This is an optimization exercise on Yosys and OpenROAD, whose aim is small area, a short achievable clock period and few clock cycles per item, not a production implementation. In this exercise RTL edits were held to simulation tests only and were not proved equivalent to the original.

## sector_check
module sector_check (
    input  wire         clk,
    input  wire         rst,
    input  wire         in_valid,
    output wire         in_ready,
    input  wire [63:0]  in_data,
    input  wire         in_mode,
    output reg          out_valid,
    input  wire         out_ready,
    output reg  [127:0] out_data,
    output reg          out_zero
);
Size in the first run: ~420 flip-flops, roughly 34,000 um2 of cells after synthesis.
clock: 10.0 ns
lec_check: 0
cap_margin: 20
core_margin: 2
core_utilization: 40
setup_slack_margin: 5
slew_margin: 20
standard.sh (not shown) runs the stock make flow with config.mk's settings and CLKGATE_MAP_FILE= SYNTH_SCRIPT=/design/flow/synth_recipe.tcl, a recipe that flattens the netlist after the stock synthesis.
==> flow/flow/run.sh <==
#!/bin/bash
set -euo pipefail
bash standard.sh finish SETUP_SLACK_MARGIN=6.8 'BUFFER_PORTS_ARGS=-buffer_cell sky130_fd_sc_hd__buf_2' > orfs_flow.log 2>&1
Testbench counts at the start, summed over its fixed seeds: cycles 11,038, items 320.
Rerun with:
==> flow/flow/run.sh (replaced) <==
#!/bin/bash
set -euo pipefail
bash standard.sh finish SETUP_SLACK_MARGIN=6.6 'BUFFER_PORTS_ARGS=-buffer_cell sky130_fd_sc_hd__buf_2' > orfs_flow.log 2>&1
Settings changed: CORE_UTILIZATION 40 to 50.
Synthesized area does not change.
Routed wire length went up by about 3%.
Non-clock buffer count went down by 83.
Synthesized cell count stays the same.
Design area went down by about 3.7%.
Core utilization went up by 10 points.
Rerun with:
==> flow/flow/run.sh (replaced) <==
#!/bin/bash
set -euo pipefail
bash standard.sh finish SETUP_SLACK_MARGIN=6.6 > orfs_flow.log 2>&1
Settings changed: CORE_UTILIZATION 50 to 55.
Outcome: Wire length is higher by 1.1%; utilization climbs by 7.0 points; final area grows by 2.6%; setup slack is better by 0.0095 ns; synthesized area stays the same; synthesized cell count is unchanged.
Rerun with:
==> flow/flow/run.sh (replaced) <==
#!/bin/bash
set -euo pipefail
bash standard.sh finish SETUP_SLACK_MARGIN=6.6 'BUFFER_PORTS_ARGS=-buffer_cell sky130_fd_sc_hd__buf_2' > orfs_flow.log 2>&1
Settings changed: CORE_UTILIZATION 55 to 40.
The new run produced a clean layout.
Setup slack improves by 0.034 ns.
Non-clock buffer count fell by 52.
Flip-flop and latch count stays the same.

* * *

sector_check again, from the RTL that the note above started with.
Design sector_check, start of the top module:
module sector_check (
    input  wire         clk,
    input  wire         rst,
    input  wire         in_valid,
    output wire         in_ready,
    input  wire [63:0]  in_data,
    input  wire         in_mode,
    output reg          out_valid,
    input  wire         out_ready,
    output reg  [127:0] out_data,
    output reg          out_zero
);
export LEC_CHECK = 0
export CAP_MARGIN = 20
export CORE_MARGIN = 2
export CORE_UTILIZATION = 40
export SETUP_SLACK_MARGIN = 5
export SLEW_MARGIN = 20
create_clock -name core_clock -period 10.0 [get_ports {clk}]
==> flow/flow/run.sh <==
#!/bin/bash
set -euo pipefail
bash standard.sh finish SETUP_SLACK_MARGIN=6.6 > orfs_flow.log 2>&1
Testbench counts at the start, summed over its fixed seeds: cycles 11,038, items 320.
Edit:
==> flow/flow/run.sh (replaced) <==
#!/bin/bash
set -euo pipefail
bash standard.sh finish SETUP_SLACK_MARGIN=6.3 > orfs_flow.log 2>&1
Outcome:
- The new run completed without violations
- wire length barely changes
- setup slack degrades by 0.32 ns
- utilization falls by 0.88 points
Edit:
==> flow/flow/run.sh (replaced) <==
#!/bin/bash
set -euo pipefail
bash standard.sh finish SETUP_SLACK_MARGIN=7 > orfs_flow.log 2>&1
Final area rose by roughly a tenth.
Wire length rose by a few percent.
Die area stays the same.
Global-route usage rose by 1.1 points.
Edit:
==> flow/flow/run.sh (replaced) <==
#!/bin/bash
set -euo pipefail
bash standard.sh finish SETUP_SLACK_MARGIN=6.6 'BUFFER_PORTS_ARGS=-buffer_cell sky130_fd_sc_hd__buf_2' > orfs_flow.log 2>&1
--- a/flow/config.mk
+++ b/flow/config.mk
@@ -7,2 +7,3 @@
 export LEC_CHECK = 0
+export ABC_AREA = 1
 export CAP_MARGIN = 20
Effect: The changed run produced a clean layout. Synthesized cell count came out higher by well over a third. Design area came out lower by a few percent. Non-clock buffer count came out lower by 278. Flip-flop and latch count stays the same.

what the ideal ports hide:
In the flow no input, the clock included, has a driving cell. The finished layouts below were timed again as built, in two steps.
Step 1, drivers: a clkbuf_16 drives clk and a buf_2 each remaining input, both assumed.
Step 2 adds t to the input delays and takes it off the output delays; t is the mean of the earliest and latest rising clock arrival at the registers after step 1. Input paths then give back, and output paths get back, about the clock's delay inside the block.
a / b / c = no drivers / after step 1 / after step 2; a / b = the first two.
run | t (ns) | setup slack, ns | worst setup path after step 2 | worst data-port slew with drivers (ns) | cell pins on the clock port's net
the first run of note 1 | 0.705 | 6.691 / 6.620 / 6.134 | input to register | 0.07 | 1
the second run of note 1 | 0.686 | 6.525 / 6.518 / 5.909 | input to register | 0.04 | 1
the third run of note 1 | 0.675 | 6.535 / 6.522 / 5.904 | input to register | 0.05 | 1
the fourth run of note 1 | 0.688 | 6.569 / 6.496 / 5.994 | input to register | 0.05 | 1
the first run of note 2 | 0.684 | 6.585 / 6.530 / 5.954 | input to register | 0.06 | 1
the second run of note 2 | 0.692 | 6.270 / 6.212 / 5.627 | input to register | 0.08 | 1
the third run of note 2 | 0.694 | 6.532 / 6.464 / 6.270 | input to register | 0.06 | 1
the fourth run of note 2 | 0.710 | 6.562 / 6.495 / 5.951 | input to register | 0.17 | 1
After both steps every run listed still meets setup and hold. For the second run of note 2, which loses most, drivers alone change the setup slack by -0.058 ns; drivers and shift together by -0.643 ns.
